From an optimization exercise on the open Yosys and OpenROAD flow, aimed at a short achievable clock period and few clock cycles per item; shortcuts taken in it are not production practice.
RTL that was checked went through simulation tests only; none was proved equivalent to the original.
The RTL of run 5 was laid out without a check of its function.
No activity file was given, so power comes from the tool's default toggle rates.

File: config.mk
export PLATFORM = sky130hd
export DESIGN_NAME = blu_core
export DESIGN_NICKNAME = blu_core
export VERILOG_FILES = /design/flow/design.v
export SDC_FILE = /design/flow/constraint.sdc
export NUM_CORES = 4
export LEC_CHECK = 0
export CAP_MARGIN = 20
export CORE_MARGIN = 2
export CORE_UTILIZATION = 40
export SLEW_MARGIN = 20
File: constraint.sdc
create_clock -name core_clock -period 11.0 [get_ports {clk}]
set_input_delay 2.2000 -clock core_clock [delete_from_list [all_inputs] [get_ports {clk}]]
set_output_delay 2.2000 -clock core_clock [all_outputs]
set_load 0.01 [all_outputs]
File: design.v
module blu_core (
    input  wire         clk,
    input  wire         rst,
    input  wire         start,
    input  wire [31:0]  ltc,
    output wire         busy,
    output reg          done,
    output reg  [16:0]  charge,
    output wire [15:0]  imem_addr,
    input  wire [31:0]  imem_rdata,
    output wire [9:0]   pt_addr,
    input  wire [7:0]   pt_rdata,
    output wire         pt_we,
    output wire         pt_wdata,
    output wire [9:0]   priv_addr,
    input  wire [97:0]  priv_rdata,
    output wire         priv_we,
    output wire [65:0]  priv_wdata
);
    localparam PQ_N = 4;    
    localparam RQ_N = 4;    
    reg         busy_r;
    reg         ending;           
    reg  [31:0] lrel;             
    reg         acc;
    reg  [15:0] stk_v;            
    reg  [15:0] stk_or;
    assign busy = busy_r;
    reg  [15:0] pc_f;   reg f_v;
    reg  [15:0] i_pc;   reg i_v;
    reg  [15:0] d_pc;   reg d_v;   reg [31:0] d_ir;
    reg         d_rdpt, d_rdrc, d_end, d_st, d_jmp;
    reg  [1:0]  d_tbl;
    reg  [31:0] e1_ir;  reg e1_v;  reg [15:0] e1_tgt;
    reg         e1_st, e1_rc, e1_jmp, e1_end;
    reg  [1:0]  e1_tbl;
    reg         e1_sv, e1_sldv, e1_sldq, e1_slds;      
    reg  [7:0]  e1_cls;                                
    reg         e1_ist, e1_iset;
    reg  [6:0]  e1_rk;                                 
    reg  [31:0] e2_ir;  reg e2_v;  reg [15:0] e2_tgt;
    reg         e2_st, e2_rc, e2_jmp, e2_end, e2_late;
    reg  [1:0]  e2_tbl;
    reg  [7:0]  e2_cls;
    reg         e2_ist, e2_iset;
    reg  [6:0]  e2_rk;
    reg         e2_x;                 
    reg  [97:0] e2_pr;                
    reg  [32:0] e2_s1, e2_c1;         
    reg         e3_v;   reg [9:0] e3_ra;   reg [6:0] e3_rk;
    reg         e3_c, e3_z, e3_max, e3_pin, e3_run;
    reg  [3:0]  e3_q;                 
    reg  [31:0] e3_xlo, e3_pt, e3_et, e3_et1, e3_lp;
    localparam C_X = 0, C_AND = 1, C_OR = 2, C_XOR = 3, C_LDK = 4, C_CLB = 5, C_PUSH = 6, C_POP = 7;
    localparam R_TON = 0, R_TOF = 1, R_TP = 2, R_RE = 3, R_FE = 4, R_CTU = 5, R_CRS = 6;
    assign imem_addr = pc_f;
    function automatic f_rdpt(input [7:0] o);    
        f_rdpt = !o[5] && (o[4] ? !o[1] :
                 ((o[3:0] == 4'h1) || (o[3:0] == 4'h3) || (o[3:0] == 4'h4) || (o[3:0] == 4'h5) ||
                  (o[3:0] == 4'h9) || (o[3:0] == 4'hA) || (o[3:0] == 4'hB)));
    endfunction
    function automatic f_rc(input [7:0] o);      
        f_rc = o[5] && !o[4];
    endfunction
    function automatic [1:0] f_tbl(input [7:0] o);
        f_tbl = {(o[2:0] == 3'd5) || (o[2:0] == 3'd6), (o[2:0] == 3'd3) || (o[2:0] == 3'd4)};
    endfunction
    reg  [PQ_N-1:0] pq_v;
    reg  [9:0]      pq_a [0:PQ_N-1];
    reg  [PQ_N-1:0] pq_d;
    reg  [RQ_N-1:0] rq_v;
    reg  [9:0]      rq_a [0:RQ_N-1];
    reg  [65:0]     rq_d [0:RQ_N-1];
    reg  [9:0]  pa_q;  reg pwe_q;  reg pwd_q;
    reg  [9:0]  ra_q;  reg rwe_q;  reg [65:0] rwd_q;
    assign pt_addr    = pa_q;
    assign pt_we      = pwe_q;
    assign pt_wdata   = pwd_q;
    assign priv_addr  = ra_q;
    assign priv_we    = rwe_q;
    assign priv_wdata = rwd_q;
    wire pq_pop = pwe_q;
    wire rq_pop = rwe_q;
    wire [3:0]  e1_mod = e1_ir[23:20];
    wire        p0 = pt_rdata[0], p1 = pt_rdata[1];
    wire [1:0]  pvld = pt_rdata[3:2];
    wire        pdbl = pt_rdata[6];
    wire        pbad = pvld[0] ^ pvld[1];
    wire        xdbl = (e1_mod[3:2] == 2'b00) ? (p1 && !p0) :
                       (e1_mod[3:2] == 2'b01) ? (!p1 && p0) : !(p0 ^ p1);
    wire        x_raw = (e1_sv && (pdbl ? xdbl : p0)) ||
                        (e1_sldv && (pvld == 2'b00)) ||
                        (e1_sldq && !pbad) ||
                        (e1_slds && (pt_rdata[4] || pt_rdata[5]));
    wire        e1_x = !(e1_mod[1] && pbad) && (x_raw ^ e1_mod[0]);
    wire [31:0] i_et = priv_rdata[63:32];
    wire [31:0] i_nlp = ~priv_rdata[95:64];
    wire [32:0] e1_s1 = {1'b0, i_et ^ lrel ^ i_nlp};
    wire [32:0] e1_c1 = {(i_et & lrel) | (i_et & i_nlp) | (lrel & i_nlp), 1'b1};
    wire a = e3_q[{e3_c, acc}];
    wire [31:0] adv = e3_c ? e3_pt : e3_xlo;       
    wire        c_inc = acc && !e3_pin && !e3_max;
    reg  [31:0] n_et;
    reg  [31:0] n_lp;
    reg         n_pin;
    reg         n_run;
    always @(*) begin
        n_et  = e3_et;
        n_lp  = e3_lp;
        n_pin = e3_pin;
        n_run = e3_run;
        if (e3_rk[R_TON]) begin
            n_et  = (acc && e3_pin) ? adv : 32'd0;
            n_pin = acc;
            n_lp  = lrel;
        end
        if (e3_rk[R_TOF]) begin
            n_et  = (!acc && !e3_pin) ? adv : 32'd0;
            n_pin = acc;
            n_lp  = lrel;
        end
        if (e3_rk[R_TP]) begin
            if (e3_run) begin
                n_et  = adv;
                n_run = !e3_c;
            end else if (acc && !e3_pin) begin
                n_et  = 32'd0;
                n_run = !e3_z;
            end else begin
                n_run = 1'b0;
            end
            n_pin = acc;
            n_lp  = lrel;
        end
        if (e3_rk[R_RE] || e3_rk[R_FE])
            n_pin = acc;
        if (e3_rk[R_CTU]) begin
            n_et  = c_inc ? e3_et1 : e3_et;
            n_pin = acc;
        end
        if (e3_rk[R_CRS] && acc)
            n_et = 32'd0;
    end
    wire [3:0]  mod  = e2_ir[23:20];
    wire keep = !e2_v || !(|e2_cls[5:0]) && !e2_cls[C_PUSH];
    wire n2_0 = !keep && ((e2_cls[C_X] || e2_cls[C_PUSH] || e2_cls[C_OR] || e2_cls[C_XOR]) && e2_x ||
                          e2_cls[C_LDK] && e2_ir[0] ||
                          e2_cls[C_CLB] && stk_or[0] && stk_v[0]);
    wire n2_1 = keep || ((e2_cls[C_X] || e2_cls[C_PUSH] || e2_cls[C_AND]) && e2_x ||
                         e2_cls[C_OR] ||
                         e2_cls[C_XOR] && !e2_x ||
                         e2_cls[C_LDK] && e2_ir[0] ||
                         e2_cls[C_CLB] && (stk_or[0] || stk_v[0]));
    wire acc_n2 = a ? n2_1 : n2_0;
    wire [31:0] r_pt  = e2_pr[31:0];
    wire [31:0] r_et  = e2_pr[63:32];
    wire [31:0] r_lp  = e2_pr[95:64];
    wire        r_pin = e2_pr[96];
    wire        r_run = e2_pr[97];
    wire [33:0] s2 = {1'b0, e2_s1} ^ {1'b0, e2_c1} ^ {2'b0, ~r_pt};
    wire [33:0] m2 = ({1'b0, e2_s1} & {1'b0, e2_c1}) | ({1'b0, e2_s1} & {2'b0, ~r_pt}) |
                     ({1'b0, e2_c1} & {2'b0, ~r_pt});
    wire [33:0] c2 = {m2[32:0], 1'b1};
    wire [33:0] y  = s2 + c2;
    wire        lwrap = (lrel < r_lp);
    wire        t_c   = lwrap ? (y[33] | y[32]) : y[33];
    wire [31:0] x_lo  = e2_s1[31:0] + e2_c1[31:0];   
    wire        t_z   = (r_pt == 32'd0);
    wire        t_ge  = (r_et >= r_pt);
    wire        t_ge1 = ({1'b0, r_et} + 33'd1 >= {1'b0, r_pt});
    wire        t_max = (r_et == 32'hFFFF_FFFF);
    reg  [3:0]  q_n;       
    integer qi;
    always @(*) begin
        for (qi = 0; qi < 4; qi = qi + 1) begin : qloop
            reg cc, aa;
            cc = qi[1];
            aa = qi[0];
            q_n[qi] = aa;      
            if (e2_v && e2_rc) begin
                if (e2_rk[R_TON]) q_n[qi] = aa && (r_pin ? cc : t_z);
                if (e2_rk[R_TOF]) q_n[qi] = aa || (r_pin ? !t_z : !cc);
                if (e2_rk[R_TP])  q_n[qi] = r_run ? !cc : (aa && !r_pin && !t_z);
                if (e2_rk[R_RE])  q_n[qi] = aa && !r_pin;
                if (e2_rk[R_FE])  q_n[qi] = !aa && r_pin;
                if (e2_rk[R_CTU]) q_n[qi] = (aa && !r_pin && !t_max) ? t_ge1 : t_ge;
            end
        end
    end
    wire e1_late = e2_v && e2_rc;
    wire [9:0] d_pa = d_ir[9:0];
    wire [9:0] d_ra = {d_tbl, d_ir[7:0]};
    reg  haz_pt, haz_rc;
    integer q;
    always @(*) begin
        haz_pt = (e1_v && e1_st && (e1_ir[9:0] == d_pa)) ||
                 (e2_v && e2_st && (e2_ir[9:0] == d_pa));
        for (q = 0; q < PQ_N; q = q + 1)
            if (pq_v[q] && (pq_a[q] == d_pa)) haz_pt = 1'b1;
        haz_rc = (e1_v && e1_rc && ({e1_tbl, e1_ir[7:0]} == d_ra)) ||
                 (e2_v && e2_rc && ({e2_tbl, e2_ir[7:0]} == d_ra)) ||
                 (e3_v && (e3_ra == d_ra));
        for (q = 0; q < RQ_N; q = q + 1)
            if (rq_v[q] && (rq_a[q] == d_ra)) haz_rc = 1'b1;
    end
    wire [2:0] pq_inflt = {2'b0, e1_v && e1_st} + {2'b0, e2_v && e2_st};
    wire [2:0] rq_inflt = {2'b0, e1_v && e1_rc} + {2'b0, e2_v && e2_rc} + {2'b0, e3_v};
    reg  [2:0] pq_cnt, rq_cnt;
    always @(*) begin
        pq_cnt = 3'd0;
        for (q = 0; q < PQ_N; q = q + 1) if (pq_v[q]) pq_cnt = q + 1;
        rq_cnt = 3'd0;
        for (q = 0; q < RQ_N; q = q + 1) if (rq_v[q]) rq_cnt = q + 1;
    end
    wire pq_full = ({1'b0, pq_cnt} + {1'b0, pq_inflt}) >= PQ_N;
    wire rq_full = ({1'b0, rq_cnt} + {1'b0, rq_inflt}) >= RQ_N;
    wire d_replay = d_v && ((d_rdpt && haz_pt) || (d_rdrc && haz_rc) ||
                            (d_st && pq_full) || (d_rdrc && rq_full));
    wire [15:0] pc_inc = pc_f + 16'd1;
    reg  [15:0] pcn [0:1];
    reg  [1:0]  fvn, ivn, dvn, e1vn, e2vn;
    integer ai;
    always @(*) begin
        for (ai = 0; ai < 2; ai = ai + 1) begin : aloop
            reg aa, an2, k2, k1, kr, ke, red;
            aa  = ai[0];
            an2 = aa ? n2_1 : n2_0;
            k2  = e2_v && e2_jmp && e2_late && (aa ^ e2_ir[24]);
            k1  = !k2 && e1_v && e1_jmp && !e1_late && (an2 ^ e1_ir[24]);
            kr  = !k2 && !k1 && d_replay;
            ke  = !k2 && !k1 && d_v && d_end;       
            red = k2 || k1 || kr;
            pcn[ai] = k2 ? e2_tgt : k1 ? e1_tgt : kr ? d_pc : ke ? 16'd0 : f_v ? pc_inc : pc_f;
            fvn[ai] = red || (!ke && f_v);
            ivn[ai] = f_v && !red && !ke;
            dvn[ai] = i_v && !red && !ke;
            e1vn[ai] = d_v && !k2 && !k1 && !kr;
            e2vn[ai] = e1_v && !k2;
        end
    end
    wire pq_push = e2_v && e2_st && (e2_ist || a);
    wire pq_pdat = e2_ist ? (a ^ mod[0]) : e2_iset;
    wire rq_push = e3_v;
    wire [65:0] rq_pdat = {n_run, n_pin, n_lp, n_et};
    reg  [PQ_N-1:0] pq_vs, pq_vn;
    reg  [9:0]      pq_an [0:PQ_N-1];
    reg  [PQ_N-1:0] pq_dn;
    reg  [RQ_N-1:0] rq_vs, rq_vn;
    reg  [9:0]      rq_an [0:RQ_N-1];
    reg  [65:0]     rq_dn [0:RQ_N-1];
    integer j;
    always @(*) begin
        pq_vs = pq_pop ? {1'b0, pq_v[PQ_N-1:1]} : pq_v;
        for (j = 0; j < PQ_N; j = j + 1) begin
            pq_an[j] = (pq_pop && j < PQ_N - 1) ? pq_a[j+1] : pq_a[j];
            pq_dn[j] = (pq_pop && j < PQ_N - 1) ? pq_d[j+1] : pq_d[j];
        end
        pq_vn = pq_vs;
        for (j = 0; j < PQ_N; j = j + 1)
            if (pq_push && !pq_vs[j] && (j == 0 || pq_vs[j-1])) begin
                pq_an[j] = e2_ir[9:0];
                pq_dn[j] = pq_pdat;
                pq_vn[j] = 1'b1;
            end
        rq_vs = rq_pop ? {1'b0, rq_v[RQ_N-1:1]} : rq_v;
        for (j = 0; j < RQ_N; j = j + 1) begin
            rq_an[j] = (rq_pop && j < RQ_N - 1) ? rq_a[j+1] : rq_a[j];
            rq_dn[j] = (rq_pop && j < RQ_N - 1) ? rq_d[j+1] : rq_d[j];
        end
        rq_vn = rq_vs;
        for (j = 0; j < RQ_N; j = j + 1)
            if (rq_push && !rq_vs[j] && (j == 0 || rq_vs[j-1])) begin
                rq_an[j] = e3_ra;
                rq_dn[j] = rq_pdat;
                rq_vn[j] = 1'b1;
            end
    end
    wire [7:0] i_opc  = imem_rdata[31:24];
    wire       n_mask = i_v && !(d_v && d_end);
    wire       n_rdpt = n_mask && f_rdpt(i_opc);
    wire       n_rdrc = n_mask && f_rc(i_opc);
    wire [7:0] d_opc = d_ir[31:24];
    wire [7:0] d_cls;
    assign d_cls[C_X]    = (d_opc == 8'h01) || (d_opc == 8'h09) || (d_opc == 8'h0A) || (d_opc == 8'h0B);
    assign d_cls[C_AND]  = (d_opc == 8'h03);
    assign d_cls[C_OR]   = (d_opc == 8'h04);
    assign d_cls[C_XOR]  = (d_opc == 8'h05);
    assign d_cls[C_LDK]  = (d_opc == 8'h08);
    assign d_cls[C_CLB]  = (d_opc == 8'h12);
    assign d_cls[C_PUSH] = (d_opc == 8'h10) || (d_opc == 8'h11);
    assign d_cls[C_POP]  = (d_opc == 8'h12);
    wire [6:0] d_rk;
    assign d_rk[R_TON] = (d_opc == 8'h20);
    assign d_rk[R_TOF] = (d_opc == 8'h21);
    assign d_rk[R_TP]  = (d_opc == 8'h22);
    assign d_rk[R_RE]  = (d_opc == 8'h23);
    assign d_rk[R_FE]  = (d_opc == 8'h24);
    assign d_rk[R_CTU] = (d_opc == 8'h25);
    assign d_rk[R_CRS] = (d_opc == 8'h26);
    wire end_commit  = e2_v && e2_end;
    integer k;
    always @(posedge clk) begin
        e2_x   <= e1_x;
        e2_pr  <= priv_rdata;
        e2_s1  <= e1_s1;
        e2_c1  <= e1_c1;
        i_pc   <= pc_f;
        d_ir   <= imem_rdata;
        d_pc   <= i_pc;
        d_rdpt <= n_rdpt;
        d_rdrc <= n_rdrc;
        d_tbl  <= f_tbl(i_opc);
        d_end  <= i_opc[5] && i_opc[4] && i_opc[1];
        d_st   <= !i_opc[5] && !i_opc[4] && ((i_opc[3:0] == 4'h2) || (i_opc[3:0] == 4'h6) || (i_opc[3:0] == 4'h7));
        d_jmp  <= i_opc[5] && i_opc[4] && !i_opc[1];
        e1_ir  <= d_ir;
        e1_tgt <= d_pc + 16'd1 + d_ir[15:0];
        e1_st  <= d_st;
        e1_rc  <= d_rdrc;
        e1_tbl <= d_tbl;
        e1_jmp <= d_jmp;
        e1_end <= d_end;
        e1_sv  <= (d_opc == 8'h01) || (d_opc == 8'h03) || (d_opc == 8'h04) || (d_opc == 8'h05) ||
                  (d_opc == 8'h10) || (d_opc == 8'h11);
        e1_sldv <= (d_opc == 8'h09);
        e1_sldq <= (d_opc == 8'h0A);
        e1_slds <= (d_opc == 8'h0B);
        e1_cls <= d_cls;
        e1_ist <= (d_opc == 8'h02);
        e1_iset <= (d_opc == 8'h06);
        e1_rk  <= d_rk;
        e2_ir  <= e1_ir;
        e2_tgt <= e1_tgt;
        e2_st  <= e1_st;
        e2_rc  <= e1_rc;
        e2_tbl <= e1_tbl;
        e2_jmp <= e1_jmp;
        e2_end <= e1_end;
        e2_late <= e1_late;
        e2_cls <= e1_cls;
        e2_ist <= e1_ist;
        e2_iset <= e1_iset;
        e2_rk  <= e1_rk;
        e3_rk  <= e2_rk;
        e3_ra  <= {e2_tbl, e2_ir[7:0]};
        e3_c   <= t_c;
        e3_q   <= {q_n[3], q_n[2], q_n[1], q_n[0]};
        e3_z   <= t_z;
        e3_max <= t_max;
        e3_pin <= r_pin;
        e3_run <= r_run;
        e3_xlo <= x_lo;
        e3_pt  <= r_pt;
        e3_et  <= r_et;
        e3_et1 <= r_et + 32'd1;
        e3_lp  <= r_lp;
        for (k = 0; k < PQ_N; k = k + 1) begin
            pq_a[k] <= pq_an[k];
            pq_d[k] <= pq_dn[k];
        end
        for (k = 0; k < RQ_N; k = k + 1) begin
            rq_a[k] <= rq_an[k];
            rq_d[k] <= rq_dn[k];
        end
        pa_q  <= n_rdpt ? imem_rdata[9:0] : pq_an[0];
        pwd_q <= pq_dn[0];
        ra_q  <= n_rdrc ? {f_tbl(i_opc), imem_rdata[7:0]} : rq_an[0];
        rwd_q <= rq_dn[0];
        if (!busy_r)
            lrel <= ltc;
        if (rst) begin
            busy_r <= 1'b0;
            done   <= 1'b0;
            ending <= 1'b0;
            pc_f   <= 16'd0;
            f_v    <= 1'b0;
            i_v    <= 1'b0;
            d_v    <= 1'b0;
            e1_v   <= 1'b0;
            e2_v   <= 1'b0;
            e3_v   <= 1'b0;
            pq_v   <= {PQ_N{1'b0}};
            rq_v   <= {RQ_N{1'b0}};
            pwe_q  <= 1'b0;
            rwe_q  <= 1'b0;
            acc    <= 1'b0;
            charge <= 17'd0;
        end else begin
            e3_v <= e2_v && e2_rc;
            if (!busy_r) begin
                pc_f   <= {15'd0, start};
                f_v    <= start;
                i_v    <= start;
                d_v    <= 1'b0;
                e1_v   <= 1'b0;
                e2_v   <= 1'b0;
                busy_r <= start;
                acc    <= 1'b0;
                charge <= 17'd0;
            end else begin
                pc_f <= pcn[a];
                f_v  <= fvn[a];
                i_v  <= ivn[a];
                d_v  <= dvn[a];
                e1_v <= e1vn[a];
                e2_v <= e2vn[a];
                acc  <= acc_n2;
                if (e2_v)
                    charge <= charge + 17'd1;
            end
            pq_v  <= pq_vn;
            rq_v  <= rq_vn;
            pwe_q <= !n_rdpt && pq_vn[0];
            rwe_q <= !n_rdrc && rq_vn[0];
            if (e2_v) begin
                if (e2_cls[C_PUSH]) begin
                    stk_v  <= {stk_v[14:0], a};
                    stk_or <= {stk_or[14:0], e2_ir[24]};
                end else if (e2_cls[C_POP]) begin
                    stk_v  <= {1'b0, stk_v[15:1]};
                    stk_or <= {1'b0, stk_or[15:1]};
                end
            end
            done <= 1'b0;
            if (end_commit)
                ending <= 1'b1;
            if ((ending || end_commit) && !pq_vn[0] && !rq_vn[0]) begin
                done   <= 1'b1;
                ending <= 1'b0;
                busy_r <= 1'b0;
            end
        end
    end
endmodule
File: flow/run.sh
#!/bin/bash
set -euo pipefail
bash standard.sh SETUP_SLACK_MARGIN=7 TNS_END_PERCENT=100 finish > standard.log 2>&1
File: standard.sh
#!/bin/bash
# synth_recipe.tcl (not shown) runs the flow's synth.tcl, then flattens the netlist and writes it again
# the make line also repeats each setting of config.mk as NAME=value (left out here)
make -C /OpenROAD-flow-scripts/flow DESIGN_CONFIG=/design/flow/config.mk WORK_HOME=/design/flow/orfs CLKGATE_MAP_FILE= SYNTH_SCRIPT=/design/flow/synth_recipe.tcl "${@:-finish}"
==> results.sh, run 1 <==
export IMPL_avgViaCountPerCell=4.93
export IMPL_path_cells="clkdlybuf4s50_1"
export IMPL_grt_first_pass_wirelength_um=158000
export IMPL_synth_cells_most_frequent="617 x dfxtp_1, 398 x inv_1, 392 x edfxtp_1"
export IMPL_cts_htree_levels=3
export IMPL_grt_use_total_pct=19.3
export IMPL_power_total_w=0.00876
export IMPL_route_detailed_drc=0
export IMPL_grt_overflow_total=0
export IMPL_io_buffers=291
export IMPL_place_congestion=0.878
export IMPL_grt_pass1_vias=26187
export IMPL_synth_distinct_cells=88
export IMPL_ys_warnings_count=11
export IMPL_critPathTopFamily="buffers and inverters"
export IMPL_clock_latency_ns=0.70
export IMPL_yosysTopAreaCell="dfxtp_1"
export IMPL_root_buffer="clkbuf_16"
export IMPL_finClkSkew_ns=0.0328
export IMPL_finalHoldViolCount=0
export IMPL_synth_fp_nets=4018
export IMPL_cp_num_buf_inv=1
export IMPL_crit_arrival_ns=1.76
export IMPL_crit_path_max_incr_delay_ns=0.59
export IMPL_grt_max_degree=70
export IMPL_powerDensity_mw_per_mm2=176
export IMPL_synth_top_cell_area_share_pct=29.5
export IMPL_nets=4317
export IMPL_hpwl_um=74900
export IMPL_start_util_pct=40.4
export IMPL_grt_antenna_before_repair=10
export IMPL_startpoint_type="flop"
export IMPL_required_ns=8.80
export IMPL_route_vias_total=26493
export IMPL_crit_path_end_kind="output pin"
export IMPL_area_delta_synth_final_pct=19.2
export IMPL_ir_drop_uv=121
export IMPL_die_width_um=327
export IMPL_ys_flop_type="dfxtp_1"
export IMPL_numCtsBuffers=106
export IMPL_netlist_instances=3597
export IMPL_drv_cap=0
export IMPL_fp_dieH_um=327
export IMPL_tightest_slew_ns=1.20
export IMPL_path_clk_slew_ns=0.06
export IMPL_cp_max_fo=4
export IMPL_crit_type="reg2out"
export IMPL_finalMaxSlewViolations=0
export IMPL_p_leak_nw=20.6
export IMPL_die_area_mm2=0.107
export IMPL_row_count=118
export IMPL_post_dp_cell_area_mm2=0.0462
export IMPL_syn_area_per_cell_um2=11.6
export IMPL_drive_gt1_share_pct=10.3
export IMPL_drtIter0Drc=1713
export IMPL_fin_crit_sh_pct=36.0
export IMPL_max_freq_ghz=0.253
export IMPL_crit_slowest_cell="clkdlybuf4s50_1"
export IMPL_wl_per_cell_um=19.5
export IMPL_numClockSinks=1009
export IMPL_clockBufferDepth=3
export IMPL_ant_nets=0
export IMPL_synthArstFlopShare_pct=0
export IMPL_hp_class="reg2reg"
export IMPL_tns_ns=0
export IMPL_syn_area_mm2=0.0419
export IMPL_setup_viol=0
export IMPL_fillers=9448
export IMPL_synth_seq_cells=1009
export IMPL_synthTopCellsByArea="dfxtp_1 30%, edfxtp_1 28%, ha_1 5.4%"
export IMPL_yosysMostFrequentCell="dfxtp_1"
export IMPL_drt_total_wl_um=105000
export IMPL_max_slew_margin_rel_pct=19.1
export IMPL_core_mm2=0.104
export IMPL_rsz0062_at_grt="true"
export IMPL_ff2ff_setup_slack_ns=7.21
export IMPL_drtPass1Iterations=5
export IMPL_fin_hold_ws_ns=0.325
export IMPL_io_pins=297
export IMPL_status="complete, no violations"
export IMPL_cts_tree="yes"
export IMPL_finalInstanceArea_mm2=0.0499
export IMPL_synth_seq_area_share_pct=57.6
export IMPL_period_minus_slack_ns=3.96
export IMPL_synth_edff_count=392
[final timing paths]
kind         startpoint            to  depth (start not counted)
min reg2reg    i_pc[10]      d_pc[10]                          0
max             pc_f[5]  imem_addr[5]                          1
max reg2reg   e2_pr[36]       e3_q[3]                         16
min            i_pc[10]      d_pc[10]                          0
[sequential cells by signal (all words and copies together) (netlist names), 15 cells and up]
signal / cells
e3_pt: 32
d_ir: 28
e1_tgt: 16
pq_a: 40
e3_et: 32
pc_f: 16
e3_et1: 32
stk_or: 16
rq_a: 40
rwd_q: 66
i_pc: 16
e1_ir: 15
e2_c1: 32
rq_d: 198
e3_xlo: 32
e3_lp: 32
d_pc: 16
lrel: 32
e2_s1: 32
stk_v: 16
charge: 17
e2_tgt: 16
e2_pr: 98
[cells by family (layout without fill, tap and decap cells)]
logic type,count (synthesis),in the layout,share of synthesized area (%)
compound gates,536,536,8.12
xor+xnor,208,208,4.35
fa+ha+maj,248,248,8.60
buf+inv,524,913,4.90
flops,1009,1009,57.6
mux,303,304,7.79
other cells,0,3,0
simple gates,769,769,8.60
[what timing repair did]
item	CTS	global route
setup endpoints to repair	12	14
resized for setup	10	4
cloned	0	1
setup buffers	1	0
hold buffers	0	0
[per-layer routing]
| layer | global-route usage, % | part of all wire, % |
|---|---|---|
| met1 | 27.6 | 49 |
| met5 | 0 | 0.042 |
| met2 | 30.0 | 45 |
| met3 | 2.92 | 4.3 |
| met4 | 5.94 | 2.4 |
[cell usage in the layout (no fill, tap or decap), drive strengths merged, types with 50 or more instances in the layout]
master	netlist	final
clkdlybuf4s50	0	290
mux2	168	168
a21o	55	55
nand4	50	50
ha	182	182
mux2i	134	134
inv	399	402
edfxtp	392	392
nor3	65	65
a211oi	75	75
nand3	52	52
fa	66	66
o21ai	194	194
xnor2	167	167
nand2	276	276
dfxtp	617	617
a21oi	96	96
nor2	175	175
clkbuf	79	151
[final cells by class]
type	count	area, um^2	share of cell area (%)
antenna	3	7.51	0.0150
clock buffer	151	3170	6.36
clock inverter	48	414	0.830
timing repair buffer	315	3110	6.24
sequential	1009	24100	48.4
tap	1380	1730	3.46
inverter	399	1500	3.00
multi-input combinational	2065	15800	31.7
[power by group]
part           switching (W)  total, W  internal (W)
Combinational       0.000506  0.000941      0.000435
Sequential          0.000134   0.00420       0.00407
Clock                0.00150   0.00362       0.00213
Total                0.00214   0.00876       0.00663
[per-stage QoR]
| stage | std cells | setup WS (ns) | utilization, % |
|---|---|---|---|
| 2_1_floorplan | 3597 | 7.30 | - |
| 3_3_place_gp | 5165 | 6.47 | 44.6 |
| 3_5_place_dp | 5165 | 6.50 | 44.6 |
| 4_1_cts | 5365 | 7.01 | 48.1 |
| 5_1_grt | 5370 | 6.97 | 48.1 |
| 6_report | 5370 | 7.04 | 48.1 |
Testbench counts, summed over its fixed seeds: cycles 124,597, instrs 111,424.
==> run 2, diff against run 1 <==
==> run.sh (new file) <==
#!/bin/bash
# synth_recipe.tcl (not shown) runs the flow's synth.tcl, then flattens the netlist and writes it again
# the make line also repeats each setting of config.mk as NAME=value (left out here)
make -C /OpenROAD-flow-scripts/flow DESIGN_CONFIG=/design/flow/config.mk WORK_HOME=/design/flow/orfs CLKGATE_MAP_FILE= SYNTH_SCRIPT=/design/flow/synth_recipe.tcl finish
removed: flow/run.sh
removed: standard.sh
==> run 2 against run 1 <==
Still clean on timing, DRC and antenna. Highest routed layer unchanged. Count of clock-buffer cells in the layout grew 4. Critical path depth grew 1. Worst setup slack worse by 0.25 ns.
==> results.sh, run 2 <==
export IMPL_min_delay_start="e1_rk[1]"
export IMPL_synth_fp_nets=4018
export IMPL_hp_class="reg2reg"
export IMPL_ant_nets=0
export IMPL_clockBufferDepth=3
export IMPL_grt_overflow_total=0
export IMPL_final_util_pct=48.3
export IMPL_cp_num_buf_inv=2
export IMPL_synth_top_cell_area_share_pct=29.5
export IMPL_switching_share_pct=24.0
export IMPL_nets=4321
export IMPL_pwr_share_seq_pct=47.1
export IMPL_cts_setup_buffers=0
export IMPL_power_frac_clock_pct=42.4
export IMPL_regToRegEndpoint="e3_q[3]"
export IMPL_hpwl_um=74700
export IMPL_ys_warnings_count=11
export IMPL_ff2ff_setup_slack_ns=7.02
export IMPL_critPathLaunch="rwe_q"
export IMPL_synth_seq_area_share_pct=57.6
export IMPL_finalHoldViolCount=0
export IMPL_cts_resized_gates=0
export IMPL_max_slew_margin_rel_pct=26.3
export IMPL_place_congestion=0.871
export IMPL_io_buffers=291
export IMPL_syn_area_per_cell_um2=11.6
export IMPL_cts_htree_levels=3
export IMPL_die_width_um=327
export IMPL_grt_pass1_vias=26146
export IMPL_whs_path_depth=0
export IMPL_fp_dieH_um=327
export IMPL_finClkSkew_ns=0.0388
export IMPL_crit_path_max_incr_delay_ns=0.70
export IMPL_drtIter0Drc=1612
export IMPL_synthArstFlopShare_pct=0
export IMPL_crit_type="reg2out"
export IMPL_required_ns=8.80
export IMPL_mostFrequentLayoutCell="dfxtp_1"
export IMPL_drt_total_wl_um=104000
export IMPL_grt_max_degree=75
export IMPL_powerDensity_mw_per_mm2=178
export IMPL_area_delta_synth_final_pct=19.5
export IMPL_synth_cells_most_frequent="617 x dfxtp_1, 398 x inv_1, 392 x edfxtp_1"
export IMPL_die_area_mm2=0.107
export IMPL_period_minus_slack_ns=4.21
export IMPL_start_util_pct=40.4
export IMPL_io_pins=297
export IMPL_hold_path_end="e2_rk[1]"
export IMPL_startpoint_type="flop"
export IMPL_cp_max_fo=25
export IMPL_avgViaCountPerCell=4.91
export IMPL_crit_arrival_ns=2.01
export IMPL_tns_ns=0
export IMPL_status="complete, no violations"
export IMPL_max_freq_ghz=0.238
export IMPL_ir_drop_uv=125
export IMPL_layout_common_cells="615 x dfxtp_1, 397 x inv_1, 392 x edfxtp_1"
export IMPL_synthTopCellsByArea="dfxtp_1 30%, edfxtp_1 28%, ha_1 5.4%"
export IMPL_synth_seq_cells=1009
export IMPL_numCtsBuffers=108
export IMPL_drv_cap=0
export IMPL_route_vias_total=26397
export IMPL_ys_flop_type="dfxtp_1"
export IMPL_yosysMostFrequentCell="dfxtp_1"
export IMPL_rsz0062_at_grt="false"
export IMPL_fin_crit_sh_pct=38.2
export IMPL_tightest_slew_ns=1.10
export IMPL_path_clk_slew_ns=0.06
export IMPL_stdcell_count=5377
export IMPL_hold_buffers=0
export IMPL_netlist_instances=3597
export IMPL_cell_internal_pwr_w=0.00677
export IMPL_cts_tree="yes"
export IMPL_row_count=118
export IMPL_synth_edff_count=392
export IMPL_reg_top3="rq_d x198, e2_pr x98, rwd_q x66"
export IMPL_clock_latency_ns=0.69
export IMPL_drtPass1Iterations=5
export IMPL_route_detailed_drc=0
export IMPL_r2r_worst_path_cells=16
export IMPL_grt_antenna_before_repair=9
export IMPL_setup_viol=0
export IMPL_numClockSinks=1009
export IMPL_p_sw_w=0.00214
export IMPL_synth_distinct_cells=88
export IMPL_timing_rr_start="e2_pr[38]"
export IMPL_grt_first_pass_wirelength_um=158000
export IMPL_largest_reg_flops=198
export IMPL_critPathTopFamily="buffers and inverters"
export IMPL_syn_area_mm2=0.0419
export IMPL_root_buffer="clkbuf_16"
export IMPL_dp_cells=5169
export IMPL_grt_use_total_pct=19.3
export IMPL_top_register="rq_d"
export IMPL_p_comb_share_pct=10.4
export IMPL_yosysTopAreaCell="dfxtp_1"
export IMPL_p_leak_nw=20.7
export IMPL_drive_gt1_share_pct=10.2
export IMPL_core_mm2=0.104
export IMPL_path_cells="buf_4, clkdlybuf4s50_1"
export IMPL_wl_per_cell_um=19.3
export IMPL_finalMaxSlewViolations=0
export IMPL_crit_slowest_cell="clkdlybuf4s50_1"
export IMPL_crit_path_end_kind="output pin"
export IMPL_fin_hold_ws_ns=0.323
## run 2: cell counts after synthesis
No cell type changed its count.
## run 2: routing by layer
| layer | up-vias | wire length, um | GRT usage, % |
|---|---|---|---|
| met5 | - | 48 | 0 |
| met4 | 8 | 2510 | 5.59 |
| met3 | 153 | 5790 | 3.80 |
| met2 | 577 | 46700 | 30.4 |
| met1 | 12627 | 48600 | 26.9 |
| li1 | 13032 | - | - |
## run 2: kinds of logic after synthesis
family          share of synthesized area, %
flops                                   57.6
simple gates                            8.60
compound gates                          8.12
buf+inv                                 4.90
mux                                     7.79
fa+ha+maj                               8.60
xor+xnor                                4.35
## run 2: final cells by class
type	count	area (um^2)
multi-input cells	2064	15800
diodes	4	10.0
clock buffers	155	3170
well taps	1380	1730
clock inverters	48	598
fillers	9403	53600
inverters	399	1500
flip-flops and latches	1009	24100
repair buffers	318	3130
## run 2: power by group through the flow
stage / Clock (W) / Sequential (W) / Combinational [W]
4_1_cts: 0.00387 / 0.00420 / 0.000940
3_5_place_dp: 0 / 0.00428 / 0.000933
3_3_place_gp: 0 / 0.00428 / 0.000923
6_report: 0.00378 / 0.00420 / 0.000931
2_1_floorplan: 0 / 0.00423 / 0.000641
5_1_grt: 0.00402 / 0.00422 / 0.00105
## run 2: worst max path at each step
stage	to	slack (ns)	cells past startpoint
3_3_place_gp	ra_q[8]	6.24	4
5_1_grt	e3_q[3]	6.68	16
6_report	priv_we	6.79	2
3_5_place_dp	ra_q[8]	6.21	4
2_1_floorplan	stk_or[0]	5.88	2
4_1_cts	priv_we	6.73	2
## run 2: metrics by stage
| stage | instance area, um^2 | setup slack (ns) | power (W) |
|---|---|---|---|
| 2_1_floorplan | 41900 | 5.88 | 0.00487 |
| 3_3_place_gp | 46200 | 6.24 | 0.00520 |
| 3_5_place_dp | 46200 | 6.21 | 0.00521 |
| 4_1_cts | 50000 | 6.73 | 0.00901 |
| 5_1_grt | 50000 | 6.68 | 0.00929 |
| 6_report | 50000 | 6.79 | 0.00891 |
## run 2: worst reg2reg max path, stage by stage, from the launching register on
cell	delay, ns
dfxtp_1	0.50
and3_1	0.29
and3_1	0.27
and3_1	0.25
and2_1	0.25
nand2_1	0.13
or2_1	0.31
nor2_1	0.16
xor2_1	0.21
ha_1	0.28
a21o_1	0.17
a21oi_1	0.12
o21ai_0	0.11
a211oi_1	0.33
a311oi_1	0.17
o41ai_2	0.10
o311ai_1	0.16
==> run 3, diff against run 2 <==
==> flow/run.sh (new file) <==
#!/bin/bash
set -euo pipefail
bash standard.sh SETUP_SLACK_MARGIN=8.5 TNS_END_PERCENT=100 finish > standard.log 2>&1
==> standard.sh (new file) <==
#!/bin/bash
# synth_recipe.tcl (not shown) runs the flow's synth.tcl, then flattens the netlist and writes it again
# the make line also repeats each setting of config.mk as NAME=value (left out here)
make -C /OpenROAD-flow-scripts/flow DESIGN_CONFIG=/design/flow/config.mk WORK_HOME=/design/flow/orfs CLKGATE_MAP_FILE= SYNTH_SCRIPT=/design/flow/synth_recipe.tcl "${@:-finish}"
removed: run.sh
==> run 3 against run 2 <==
Still clean on timing, DRC and antenna. Utilization grew 2.5 points. Sequential power hardly changed. Critical path depth decreased by 1. Total power grew 0.48%. Area after synthesis is the same. Worst setup slack better by 0.60 ns. Clock power shrank 3%. Die area did not move. Fmax is 17% higher. Cell count rose by 2.4%. Critical path type unchanged.
==> results.sh, run 3 <==
export IMPL_start_util_pct=40.4
export IMPL_grt_overflow_total=0
export IMPL_numCtsBuffers=108
export IMPL_ys_flop_type="dfxtp_1"
export IMPL_dp_cells=5164
export IMPL_synth_edff_count=392
export IMPL_io_pins=297
export IMPL_timing_rr_start="e2_pr[34]"
export IMPL_drt_total_wl_um=109000
export IMPL_largest_reg_flops=198
export IMPL_drive_gt1_share_pct=25.0
export IMPL_cts_tree="yes"
export IMPL_synth_seq_cells=1009
export IMPL_stdcell_count=5506
export IMPL_drtPass1Iterations=5
export IMPL_synth_distinct_cells=88
export IMPL_finClkSkew_ns=0.0493
export IMPL_netlist_instances=3597
export IMPL_avgViaCountPerCell=5.00
export IMPL_wl_per_cell_um=19.8
export IMPL_area_delta_synth_final_pct=25.8
export IMPL_worstSetupEndpoint="priv_wdata[18]"
export IMPL_hp_class="reg2reg"
export IMPL_powerDensity_mw_per_mm2=170
export IMPL_synth_top_cell_area_share_pct=29.5
export IMPL_path_cells="buf_2"
export IMPL_grt_antenna_before_repair=7
export IMPL_p_leak_nw=21.9
export IMPL_tightest_slew_ns=0.955
export IMPL_nets=4449
export IMPL_die_area_mm2=0.107
export IMPL_crit_arrival_ns=1.40
export IMPL_crit_path_max_incr_delay_ns=0.51
export IMPL_cell_internal_pwr_w=0.00672
export IMPL_fp_dieH_um=327
export IMPL_synthArstFlopShare_pct=0
export IMPL_top_register="rq_d"
export IMPL_crit_path_end_kind="output pin"
export IMPL_drt_met1_wl_um=51400
export IMPL_period_minus_slack_ns=3.60
export IMPL_critPathTopFamily="flip-flops"
export IMPL_route_detailed_drc=0
export IMPL_syn_area_mm2=0.0419
export IMPL_regToRegEndpoint="e3_q[3]"
export IMPL_ys_warnings_count=11
export IMPL_startpoint_type="flop"
export IMPL_ir_drop_uv=126
export IMPL_drv_cap=0
export IMPL_cts_htree_levels=3
export IMPL_path_clk_slew_ns=0.06
export IMPL_critPathLaunch="rwd_q[18]"
export IMPL_clockBufferDepth=3
export IMPL_io_buffers=291
export IMPL_syn_area_per_cell_um2=11.6
export IMPL_met3WireLength_um=4570
export IMPL_layout_common_cells="508 x dfxtp_1, 392 x edfxtp_1, 350 x inv_1"
export IMPL_row_count=118
export IMPL_max_slew_margin_rel_pct=36.3
export IMPL_numClockSinks=1009
export IMPL_yosysMostFrequentCell="dfxtp_1"
export IMPL_core_mm2=0.104
export IMPL_clock_latency_ns=0.70
export IMPL_synth_cells_most_frequent="617 x dfxtp_1, 398 x inv_1, 392 x edfxtp_1"
export IMPL_ant_nets=0
export IMPL_crit_slowest_cell="edfxtp_1"
export IMPL_p_sw_w=0.00224
export IMPL_crit_type="reg2out"
export IMPL_maxUsedRoutingLayer="met4"
export IMPL_grt_pass1_vias=27197
export IMPL_root_buffer="clkbuf_16"
export IMPL_ff2ff_setup_slack_ns=7.82
export IMPL_finalHoldViolCount=0
export IMPL_mostFrequentLayoutCell="dfxtp_1"
export IMPL_finalMaxSlewViolations=0
export IMPL_synth_fp_nets=4018
export IMPL_rsz0062_at_grt="true"
export IMPL_grt_first_pass_wirelength_um=165000
export IMPL_switching_share_pct=25.0
export IMPL_cp_num_buf_inv=1
export IMPL_place_congestion=0.842
export IMPL_die_width_um=327
export IMPL_synth_seq_area_share_pct=57.6
export IMPL_tns_ns=0
export IMPL_hold_buffers=0
export IMPL_max_freq_ghz=0.278
export IMPL_final_util_pct=50.8
export IMPL_required_ns=8.80
export IMPL_cp_max_fo=1
export IMPL_status="complete, no violations"
export IMPL_yosysTopAreaCell="dfxtp_1"
export IMPL_p_comb_share_pct=12.0
export IMPL_hpwl_um=73800
export IMPL_power_frac_clock_pct=41.0
export IMPL_drtIter0Drc=1795
export IMPL_grt_max_degree=76
export IMPL_fin_crit_sh_pct=32.8
export IMPL_pwr_share_seq_pct=46.9
export IMPL_met2_wirelength_um=50700
export IMPL_route_vias_total=27529
export IMPL_grt_use_total_pct=20.1
export IMPL_synthTopCellsByArea="dfxtp_1 30%, edfxtp_1 28%, ha_1 5.4%"
export IMPL_cp_depth=1
export IMPL_fin_hold_ws_ns=0.318
export IMPL_setup_viol=0
export IMPL_r2r_worst_path_cells=16
export IMPL_reg_top3="rq_d x198, e2_pr x98, rwd_q x66"
==> run 3: cell families after synthesis <==
logic type	Yosys count	synth area share [%]
flops	1009	57.6
simple gates	769	8.60
compound gates	536	8.12
buf+inv	524	4.90
mux	303	7.79
fa+ha+maj	248	8.60
xor+xnor	208	4.35
==> run 3: through the flow <==
stage / power (W) / instance area [um^2] / worst slack, ns
after floorplan: 0.00488 / 42400 / 7.41
after global routing: 0.00933 / 52600 / 7.35
final: 0.00895 / 52700 / 7.40
after global placement: 0.00520 / 46600 / 6.26
after detailed placement: 0.00522 / 46600 / 6.28
after CTS: 0.00899 / 51800 / 7.35
==> run 3: how the worst min path moves through the flow <==
| stage | cells past startpoint | startpoint | endpoint | slack, ns |
|---|---|---|---|---|
| 3_3_place_gp | 0 | i_pc[15] | d_pc[15] | 0.31 |
| 5_1_grt | 0 | e1_rk[2] | e2_rk[2] | 0.33 |
| 4_1_cts | 0 | e1_rk[2] | e2_rk[2] | 0.32 |
| 2_1_floorplan | 0 | i_pc[0] | d_pc[0] | 0.31 |
| 6_report | 0 | e1_rk[2] | e2_rk[2] | 0.32 |
| 3_5_place_dp | 0 | d_ir[22] | e1_ir[22] | 0.31 |
==> run 3: cell type report <==
cell class / count / area (um^2)
multi-input cells: 2071 / 17200
repair buffers: 439 / 4160
diodes: 2 / 5.00
clock buffers: 169 / 3260
well taps: 1380 / 1730
clock inverters: 37 / 407
fillers: 9189 / 51000
flip-flops and latches: 1009 / 24400
inverters: 399 / 1530
==> run 3: routing by layer <==
layer	vias to the layer above	track usage, %
li1	13327	-
met1	13435	28.6
met2	616	32.3
met3	151	2.45
met4	0	5.36
met5	-	0
==> run 3: what timing repair did <==
item | 4_1_cts | 5_1_grt
gates cloned | 8 | 2
resized for setup | 927 | 160
pin swaps | 90 | 65
buffers inserted | 102 | 22
endpoints found under the setup margin | 725 | 465
endpoints found under the hold margin | 0 | 0
==> run 3: power by group through the flow <==
stage          Sequential [W]  Combinational [W]  Clock (W)
6_report              0.00420            0.00108    0.00368
3_5_place_dp          0.00428           0.000938          0
5_1_grt               0.00422            0.00120    0.00390
3_3_place_gp          0.00428           0.000927          0
2_1_floorplan         0.00422           0.000654          0
4_1_cts               0.00420            0.00103    0.00376
==> run 4, diff against run 3 <==
==> flow/run.sh (replaced) <==
#!/bin/bash
set -euo pipefail
bash standard.sh SETUP_SLACK_MARGIN=8.5 TNS_END_PERCENT=100 \
  "BUFFER_PORTS_ARGS=-buffer_cell sky130_fd_sc_hd__buf_4" finish > standard.log 2>&1
==> run 4 against run 3 <==
Clock skew fell by 0.014 ns. Largest power group unchanged. Global-route usage decreased by 0.19 points. Sequential share of layout area is 0.089 points lower. Worst setup slack worse by 0.023 ns. Sequential power about the same. First-iteration DRC count is 2.3% higher. Still clean on timing, DRC and antenna. Critical path type unchanged.
==> results.sh, run 4 <==
export IMPL_clockBufferDepth=3
export IMPL_synth_cells_most_frequent="617 x dfxtp_1, 398 x inv_1, 392 x edfxtp_1"
export IMPL_syn_area_per_cell_um2=11.6
export IMPL_synth_top_family_by_area="adder cells"
export IMPL_startpoint_type="flop"
export IMPL_p_leak_nw=22.1
export IMPL_synth_fp_nets=4018
export IMPL_top_register="rq_d"
export IMPL_regToRegEndpoint="e3_q[3]"
export IMPL_io_buffers=291
export IMPL_ff2ff_setup_slack_ns=7.74
export IMPL_nets=4450
export IMPL_route_vias_total=27324
export IMPL_ys_flop_type="dfxtp_1"
export IMPL_mostFrequentLayoutCell="dfxtp_1"
export IMPL_avgViaCountPerCell=4.96
export IMPL_grt_first_pass_wirelength_um=163000
export IMPL_synth_fa_ha_area_share_pct=8.60
export IMPL_numCtsBuffers=109
export IMPL_cp_max_fo=1
export IMPL_wl_per_cell_um=19.7
export IMPL_whs_path_depth=0
export IMPL_cts_tree="yes"
export IMPL_core_mm2=0.104
export IMPL_grt_max_degree=90
export IMPL_required_ns=8.80
export IMPL_r2r_worst_path_cells=17
export IMPL_area_delta_synth_final_pct=26.0
export IMPL_max_freq_ghz=0.276
export IMPL_route_detailed_drc=0
export IMPL_synthArstFlopShare_pct=0
export IMPL_synth_top_cell_area_share_pct=29.5
export IMPL_min_delay_start="i_pc[13]"
export IMPL_io_pins=297
export IMPL_crit_type="reg2out"
export IMPL_pwr_share_seq_pct=46.3
export IMPL_grt_overflow_total=0
export IMPL_reg_top3="rq_d x198, e2_pr x98, rwd_q x66"
export IMPL_synthTopCellsByArea="dfxtp_1 30%, edfxtp_1 28%, ha_1 5.4%"
export IMPL_tightest_slew_ns=0.866
export IMPL_period_minus_slack_ns=3.63
export IMPL_ir_drop_uv=167
export IMPL_fin_crit_sh_pct=33.0
export IMPL_muxShareOfSynthArea_pct=7.79
export IMPL_path_clk_slew_ns=0.06
export IMPL_syn_area_mm2=0.0419
export IMPL_power_total_w=0.00908
export IMPL_synth_compound_area_share_pct=8.12
export IMPL_grt_use_total_pct=19.9
export IMPL_switching_share_pct=24.4
export IMPL_synth_seq_area_share_pct=57.6
export IMPL_hold_path_end="d_pc[13]"
export IMPL_cell_internal_pwr_w=0.00686
export IMPL_drive_gt1_share_pct=28.9
export IMPL_crit_slowest_cell="edfxtp_1"
export IMPL_die_width_um=327
export IMPL_layout_common_cells="508 x dfxtp_1, 392 x edfxtp_1, 349 x inv_1"
export IMPL_finalInstanceArea_mm2=0.0528
export IMPL_cts_htree_levels=3
export IMPL_place_congestion=0.845
export IMPL_crit_arrival_ns=1.43
export IMPL_fin_hold_ws_ns=0.323
export IMPL_synth_xor_area_share_pct=4.35
export IMPL_root_buffer="clkbuf_16"
export IMPL_crit_path_end_kind="output pin"
export IMPL_p_sw_w=0.00222
export IMPL_hp_class="reg2reg"
export IMPL_finClkSkew_ns=0.0353
export IMPL_fp_dieH_um=327
export IMPL_max_slew_margin_rel_pct=41.8
export IMPL_post_dp_cell_area_mm2=0.0459
export IMPL_finalMaxSlewViolations=0
export IMPL_row_count=118
export IMPL_numClockSinks=1009
export IMPL_rsz0062_at_grt="true"
export IMPL_setup_ws_ns=7.37
export IMPL_finalHoldViolCount=0
export IMPL_powerDensity_mw_per_mm2=172
export IMPL_setup_viol=0
export IMPL_start_util_pct=40.4
export IMPL_drtIter0Drc=1837
export IMPL_yosysMostFrequentCell="dfxtp_1"
export IMPL_critPathTopFamily="flip-flops"
export IMPL_drv_cap=0
export IMPL_diodes=0
export IMPL_clock_latency_ns=0.70
export IMPL_grt_antenna_before_repair=1
export IMPL_power_frac_clock_pct=41.9
export IMPL_yosysTopAreaCell="dfxtp_1"
export IMPL_place_ws_ns=7.15
export IMPL_synth_distinct_cells=88
export IMPL_hpwl_um=73800
export IMPL_path_cells="buf_6"
export IMPL_status="complete, no violations"
export IMPL_netlist_instances=3597
export IMPL_drt_total_wl_um=108000
export IMPL_hold_buffers=0
export IMPL_die_area_mm2=0.107
export IMPL_drtPass1Iterations=5
export IMPL_p_comb_share_pct=11.9
export IMPL_cp_num_buf_inv=1
export IMPL_synth_seq_cells=1009
export IMPL_timing_rr_start="e2_pr[40]"
export IMPL_tns_ns=0
export IMPL_ant_nets=0
export IMPL_grt_pass1_vias=26890
export IMPL_synth_edff_count=392
export IMPL_ys_warnings_count=11
export IMPL_crit_path_max_incr_delay_ns=0.53
export IMPL_yosys_area_share_simple_pct=8.60
export IMPL_largest_reg_flops=198
run 4: layout make-up:
class	count	area [um^2]
clock inverters	37	514
fillers	9033	50900
inverters	399	1530
flip-flops and latches	1009	24400
well taps	1380	1730
clock buffers	169	3270
repair buffers	441	4100
multi-input cells	2069	17200
run 4: power by group through the flow:
stage	sequential [W]	clock [W]	combinational (W)
3_3_place_gp	0.00427	0	0.000909
2_1_floorplan	0.00422	0	0.000654
6_report	0.00420	0.00380	0.00108
4_1_cts	0.00420	0.00388	0.00103
5_1_grt	0.00422	0.00403	0.00120
3_5_place_dp	0.00428	0	0.000921
run 4: worst max-delay path by stage:
stage | startpoint | to | cells after the start
after detailed placement | e2_pr[33] | e3_q[3] | 14
after global routing | rwd_q[18] | priv_wdata[18] | 1
after floorplan | rst | stk_or[0] | 2
after CTS | rwd_q[19] | priv_wdata[19] | 1
after global placement | e2_pr[33] | e3_q[3] | 14
final | rwd_q[18] | priv_wdata[18] | 1
run 4: cells by family (layout without fill, tap and decap cells):
group / after synthesis / count (layout)
buffers and inverters: 524 / 1046
DFF: 1009 / 1009
AOI/OAI and AO/OA: 536 / 538
xor gates and xnor gates: 208 / 208
muxes: 303 / 304
adders and majority gates: 248 / 248
and+or+nand+nor: 769 / 771
run 4: repair_timing:
action,in CTS,in global routing
setup endpoints to repair,719,405
cloned,5,2
pin swaps,100,81
buffers inserted,94,33
resized for setup,347,125
run 4: through the flow:
stage                     std cells  util [%]
after floorplan                3597         -
after global routing           5504      50.9
after CTS                      5469      50.1
after detailed placement       5164      44.3
after global placement         5164      44.3
final                          5504      50.9
run 4: routing by layer:
metal | share of wire [%] | vias up | track usage, %
li1 | - | 13310 | -
met1 | 47 | 13230 | 28.1
met2 | 46 | 622 | 32.0
met3 | 4.0 | 162 | 2.76
met4 | 2.3 | 0 | 5.33
met5 | 0 | - | 0
==> run 5, diff against run 4 <==
--- a/design.v
+++ b/design.v
@@ -68,19 +68,21 @@
     reg  [PQ_N-1:0] pq_v;
     reg  [9:0]      pq_a [0:PQ_N-1];
     reg  [PQ_N-1:0] pq_d;
+    reg  [PQ_N-1:0] pq_w;             
     reg  [RQ_N-1:0] rq_v;
     reg  [9:0]      rq_a [0:RQ_N-1];
     reg  [65:0]     rq_d [0:RQ_N-1];
-    reg  [9:0]  pa_q;  reg pwe_q;  reg pwd_q;
-    reg  [9:0]  ra_q;  reg rwe_q;  reg [65:0] rwd_q;
+    reg  [RQ_N-1:0] rq_w;             
+    reg  [9:0]  pa_q;  reg pwe_q;  reg pwd_q;  reg pq_pop_q;
+    reg  [9:0]  ra_q;  reg rwe_q;  reg [65:0] rwd_q;  reg rq_pop_q;
     assign pt_addr    = pa_q;
     assign pt_we      = pwe_q;
     assign pt_wdata   = pwd_q;
     assign priv_addr  = ra_q;
     assign priv_we    = rwe_q;
     assign priv_wdata = rwd_q;
-    wire pq_pop = pwe_q;
-    wire rq_pop = rwe_q;
+    wire pq_pop = pq_pop_q;
+    wire rq_pop = rq_pop_q;
     wire [3:0]  e1_mod = e1_ir[23:20];
     wire        p0 = pt_rdata[0], p1 = pt_rdata[1];
     wire [1:0]  pvld = pt_rdata[3:2];
@@ -167,7 +169,10 @@
     wire [31:0] x_lo  = e2_s1[31:0] + e2_c1[31:0];   
     wire        t_z   = (r_pt == 32'd0);
     wire        t_ge  = (r_et >= r_pt);
-    wire        t_ge1 = ({1'b0, r_et} + 33'd1 >= {1'b0, r_pt});
+    wire [31:0] e1_ha = r_pt, e1_hb = ~r_et;
+    wire        t_eq1 = ((e1_ha ^ e1_hb) == {e1_ha[30:0] | e1_hb[30:0], 1'b0}) &&
+                        (e1_ha[31] | e1_hb[31]);
+    wire        t_ge1 = t_ge || t_eq1;
     wire        t_max = (r_et == 32'hFFFF_FFFF);
     reg  [3:0]  q_n;       
     integer qi;
@@ -238,40 +243,47 @@
             e2vn[ai] = e1_v && !k2;
         end
     end
-    wire pq_push = e2_v && e2_st && (e2_ist || a);
+    wire pq_push = e2_v && e2_st;
+    wire pq_pwe  = e2_ist || a;
     wire pq_pdat = e2_ist ? (a ^ mod[0]) : e2_iset;
     wire rq_push = e3_v;
+    wire rq_pwe  = !(e3_rk[R_CRS] && !acc);
     wire [65:0] rq_pdat = {n_run, n_pin, n_lp, n_et};
     reg  [PQ_N-1:0] pq_vs, pq_vn;
     reg  [9:0]      pq_an [0:PQ_N-1];
-    reg  [PQ_N-1:0] pq_dn;
+    reg  [PQ_N-1:0] pq_dn, pq_wn;
     reg  [RQ_N-1:0] rq_vs, rq_vn;
     reg  [9:0]      rq_an [0:RQ_N-1];
     reg  [65:0]     rq_dn [0:RQ_N-1];
+    reg  [RQ_N-1:0] rq_wn;
     integer j;
     always @(*) begin
         pq_vs = pq_pop ? {1'b0, pq_v[PQ_N-1:1]} : pq_v;
         for (j = 0; j < PQ_N; j = j + 1) begin
             pq_an[j] = (pq_pop && j < PQ_N - 1) ? pq_a[j+1] : pq_a[j];
             pq_dn[j] = (pq_pop && j < PQ_N - 1) ? pq_d[j+1] : pq_d[j];
+            pq_wn[j] = (pq_pop && j < PQ_N - 1) ? pq_w[j+1] : pq_w[j];
         end
         pq_vn = pq_vs;
         for (j = 0; j < PQ_N; j = j + 1)
             if (pq_push && !pq_vs[j] && (j == 0 || pq_vs[j-1])) begin
                 pq_an[j] = e2_ir[9:0];
                 pq_dn[j] = pq_pdat;
+                pq_wn[j] = pq_pwe;
                 pq_vn[j] = 1'b1;
             end
         rq_vs = rq_pop ? {1'b0, rq_v[RQ_N-1:1]} : rq_v;
         for (j = 0; j < RQ_N; j = j + 1) begin
             rq_an[j] = (rq_pop && j < RQ_N - 1) ? rq_a[j+1] : rq_a[j];
             rq_dn[j] = (rq_pop && j < RQ_N - 1) ? rq_d[j+1] : rq_d[j];
+            rq_wn[j] = (rq_pop && j < RQ_N - 1) ? rq_w[j+1] : rq_w[j];
         end
         rq_vn = rq_vs;
         for (j = 0; j < RQ_N; j = j + 1)
             if (rq_push && !rq_vs[j] && (j == 0 || rq_vs[j-1])) begin
                 rq_an[j] = e3_ra;
                 rq_dn[j] = rq_pdat;
+                rq_wn[j] = rq_pwe;
                 rq_vn[j] = 1'b1;
             end
     end
@@ -357,10 +369,12 @@
         for (k = 0; k < PQ_N; k = k + 1) begin
             pq_a[k] <= pq_an[k];
             pq_d[k] <= pq_dn[k];
+            pq_w[k] <= pq_wn[k];
         end
         for (k = 0; k < RQ_N; k = k + 1) begin
             rq_a[k] <= rq_an[k];
             rq_d[k] <= rq_dn[k];
+            rq_w[k] <= rq_wn[k];
         end
         pa_q  <= n_rdpt ? imem_rdata[9:0] : pq_an[0];
         pwd_q <= pq_dn[0];
@@ -383,6 +397,8 @@
             rq_v   <= {RQ_N{1'b0}};
             pwe_q  <= 1'b0;
             rwe_q  <= 1'b0;
+            pq_pop_q <= 1'b0;
+            rq_pop_q <= 1'b0;
             acc    <= 1'b0;
             charge <= 17'd0;
         end else begin
@@ -410,8 +426,10 @@
             end
             pq_v  <= pq_vn;
             rq_v  <= rq_vn;
-            pwe_q <= !n_rdpt && pq_vn[0];
-            rwe_q <= !n_rdrc && rq_vn[0];
+            pq_pop_q <= !n_rdpt && pq_vn[0];
+            rq_pop_q <= !n_rdrc && rq_vn[0];
+            pwe_q <= !n_rdpt && pq_vn[0] && pq_wn[0];
+            rwe_q <= !n_rdrc && rq_vn[0] && rq_wn[0];
             if (e2_v) begin
                 if (e2_cls[C_PUSH]) begin
                     stk_v  <= {stk_v[14:0], a};
==> flow/run.sh (replaced) <==
#!/bin/bash
set -euo pipefail
bash standard.sh SETUP_SLACK_MARGIN=8.5 TNS_END_PERCENT=100 finish > standard.log 2>&1
==> run 5 against run 4 <==
Sequential power rose by 1%. Via count rose by 0.37%. Worst setup slack gained 0.016 ns. Clock skew hardly changed. Worst hold slack improved by 0.0012 ns. First-iteration DRC count decreased by 12%. Non-clock buffer count grew 9. Area after synthesis up 0.31%. Utilization shrank 0.098 points. Global-route usage decreased by 0.10 points. Count of clock-buffer cells in the layout shrank 5. Fmax increased by 0.45%. Critical endpoint is now priv_wdata[51]. Largest power group unchanged.
==> results.sh, run 5 <==
export IMPL_yosysMostFrequentCell="dfxtp_1"
export IMPL_grt_use_total_pct=19.8
export IMPL_max_slew_margin_rel_pct=32.7
export IMPL_dp_cells=5177
export IMPL_power_total_w=0.00896
export IMPL_grt_first_pass_wirelength_um=162000
export IMPL_path_clk_slew_ns=0.06
export IMPL_synth_seq_cells=1019
export IMPL_drtIter0Drc=1620
export IMPL_reg_top3="rq_d x198, e2_pr x98, rwd_q x66"
export IMPL_crit_type="reg2out"
export IMPL_synthArstFlopShare_pct=0
export IMPL_synth_cells_most_frequent="621 x dfxtp_1, 427 x inv_1, 398 x edfxtp_1"
export IMPL_ys_warnings_count=13
export IMPL_stdcell_count=5531
export IMPL_crit_path_end_kind="output pin"
export IMPL_drt_total_wl_um=108000
export IMPL_largest_reg_flops=198
export IMPL_ant_nets=0
export IMPL_synth_seq_area_share_pct=58.1
export IMPL_syn_area_mm2=0.0420
export IMPL_io_pins=297
export IMPL_numCtsBuffers=109
export IMPL_setup_viol=0
export IMPL_cp_num_buf_inv=1
export IMPL_startpoint_type="flop"
export IMPL_ys_flop_type="dfxtp_1"
export IMPL_area_delta_synth_final_pct=25.6
export IMPL_die_width_um=328
export IMPL_synthTopCellsByArea="dfxtp_1 30%, edfxtp_1 28%, mux2_2 4.5%"
export IMPL_hold_buffers=0
export IMPL_wl_per_cell_um=19.5
export IMPL_synth_distinct_cells=68
export IMPL_max_freq_ghz=0.277
export IMPL_hpwl_um=72900
export IMPL_setup_ws_ns=7.39
export IMPL_grt_overflow_total=0
export IMPL_cts_tree="yes"
export IMPL_rsz0062_at_grt="true"
export IMPL_io_buffers=291
export IMPL_tightest_slew_ns=1.01
export IMPL_synth_top_cell_area_share_pct=29.6
export IMPL_mostFrequentLayoutCell="dfxtp_1"
export IMPL_met2_wirelength_um=48600
export IMPL_avgViaCountPerCell=4.96
export IMPL_fp_dieH_um=328
export IMPL_grt_antenna_before_repair=5
export IMPL_synth_edff_count=398
export IMPL_clock_latency_ns=0.71
export IMPL_start_util_pct=40.4
export IMPL_cts_htree_levels=3
export IMPL_drv_cap=0
export IMPL_cp_max_fo=1
export IMPL_finClkSkew_ns=0.0352
export IMPL_layout_common_cells="518 x dfxtp_1, 398 x edfxtp_1, 380 x inv_1"
export IMPL_core_mm2=0.104
export IMPL_crit_slowest_cell="edfxtp_1"
export IMPL_ir_drop_uv=152
export IMPL_route_detailed_drc=0
export IMPL_finalHoldViolCount=0
export IMPL_root_buffer="clkbuf_16"
export IMPL_crit_arrival_ns=1.41
export IMPL_met3WireLength_um=4850
export IMPL_synth_fp_nets=4016
export IMPL_path_cells="buf_2"
export IMPL_netlist_instances=3611
export IMPL_crit_path_max_incr_delay_ns=0.52
export IMPL_die_area_mm2=0.108
export IMPL_place_ws_ns=6.32
export IMPL_p_leak_nw=21.8
export IMPL_finalMaxSlewViolations=0
export IMPL_period_minus_slack_ns=3.61
export IMPL_drive_gt1_share_pct=24.5
export IMPL_hp_class="reg2reg"
export IMPL_syn_area_per_cell_um2=11.6
export IMPL_maxUsedRoutingLayer="met4"
export IMPL_fin_hold_ws_ns=0.324
export IMPL_place_congestion=0.820
export IMPL_nets=4458
export IMPL_critPathTopFamily="flip-flops"
export IMPL_drtPass1Iterations=5
export IMPL_numClockSinks=1019
export IMPL_row_count=118
export IMPL_clockBufferDepth=3
export IMPL_powerDensity_mw_per_mm2=170
export IMPL_grt_pass1_vias=27000
export IMPL_status="complete, no violations"
export IMPL_grt_max_degree=70
export IMPL_tns_ns=0
export IMPL_required_ns=8.80
export IMPL_top_register="rq_d"
export IMPL_drt_met1_wl_um=52200
export IMPL_route_vias_total=27425
export IMPL_yosysTopAreaCell="dfxtp_1"
export IMPL_fin_crit_sh_pct=32.8
-- run 5: changes by cell type after synthesis, sizes merged, moves of 15 or more --
cell    delta
nand3     +22
ha        -31
inv       +28
xnor2     +21
clkbuf    +19
buf       -18
a21o      -19
fa        +15
-- run 5: metrics by stage --
step	cell area, um^2	utilization, %
floorplan	42400	-
detailed placement	46600	44.9
global route	52700	50.8
CTS	52000	50.1
finish	52700	50.8
global placement	46600	44.9
-- run 5: kinds of logic after synthesis --
kind of cell,share of synthesized area (%)
compound gates,7.33
buf+inv,5.09
fa+ha+maj,8.39
xor+xnor,4.57
flops,58.1
simple gates,8.71
mux,7.83
-- run 5: what timing repair did --
item / CTS / global route
resized for setup: 983 / 140
pin swaps: 80 / 56
setup buffers: 104 / 28
cloned: 12 / 1
endpoints found under the setup margin: 768 / 426
-- run 5: layout make-up --
| type | instances | area, um^2 |
|---|---|---|
| sequential | 1019 | 24600 |
| timing repair inverter | 1 | 6.26 |
| antenna | 1 | 2.50 |
| clock inverter | 44 | 423 |
| tap | 1380 | 1730 |
| clock buffer | 164 | 3170 |
| timing repair buffer | 450 | 4320 |
| multi-input combinational | 2045 | 16800 |
| fill | 9096 | 51100 |
| inverter | 427 | 1640 |
-- run 5: worst paths after layout --
kind / from / end / slack [ns] / depth (start not counted)
worst max-delay path: rwd_q[51] / priv_wdata[51] / 7.39 / 1
worst min-delay path: i_pc[12] / d_pc[12] / 0.32 / 0
worst max register to register: e2_s1[1] / e3_c / 8.01 / 13
worst min register to register: i_pc[12] / d_pc[12] / 0.32 / 0
-- run 5: power by group --
part	total, W	internal (W)	switching, W
Sequential	0.00424	0.00410	0.000137
Clock	0.00363	0.00211	0.00151
Combinational	0.00109	0.000510	0.000579
-- run 5: per-layer routing --
metal,GRT usage [%],up-vias
li1,-,13309
met1,28.6,13333
met2,31.1,651
met3,2.80,132
met4,5.02,0
met5,0,-

re-timing with driven ports:
In the flow no input, the clock included, has a driving cell. The finished layouts below were timed again as built, in two steps.
Step 1: set_driving_cell puts a clkbuf_16 on clk and a buf_2 on each other input, an assumption about the parent block.
Step 2 moves the port delays by t, midway between the first and last clock arrival at a register: inputs arrive t later, outputs are due t later. That takes back most of the time a late clock gives input paths.
Slacks: no drivers / after step 1 / after step 2; pairs: no drivers / after step 1.
run | t (ns) | setup WS [ns] | clock arrival spread, ns | cell pins on the clock port's net
run 1 | 0.746 | 7.040 / 6.974 / 6.462 | 0.034 / 0.034 | 1
run 2 | 0.745 | 6.794 / 6.723 / 6.161 | 0.039 / 0.040 | 1
run 3 | 0.747 | 7.396 / 7.326 / 7.729 | 0.052 / 0.052 | 1
run 4 | 0.758 | 7.373 / 7.297 / 7.718 | 0.039 / 0.039 | 1
run 5 | 0.762 | 7.389 / 7.320 / 7.653 | 0.037 / 0.037 | 1
After both steps every run listed still meets setup and hold. For run 2, which loses most, drivers alone change the setup slack by -0.071 ns; drivers and shift together by -0.633 ns.
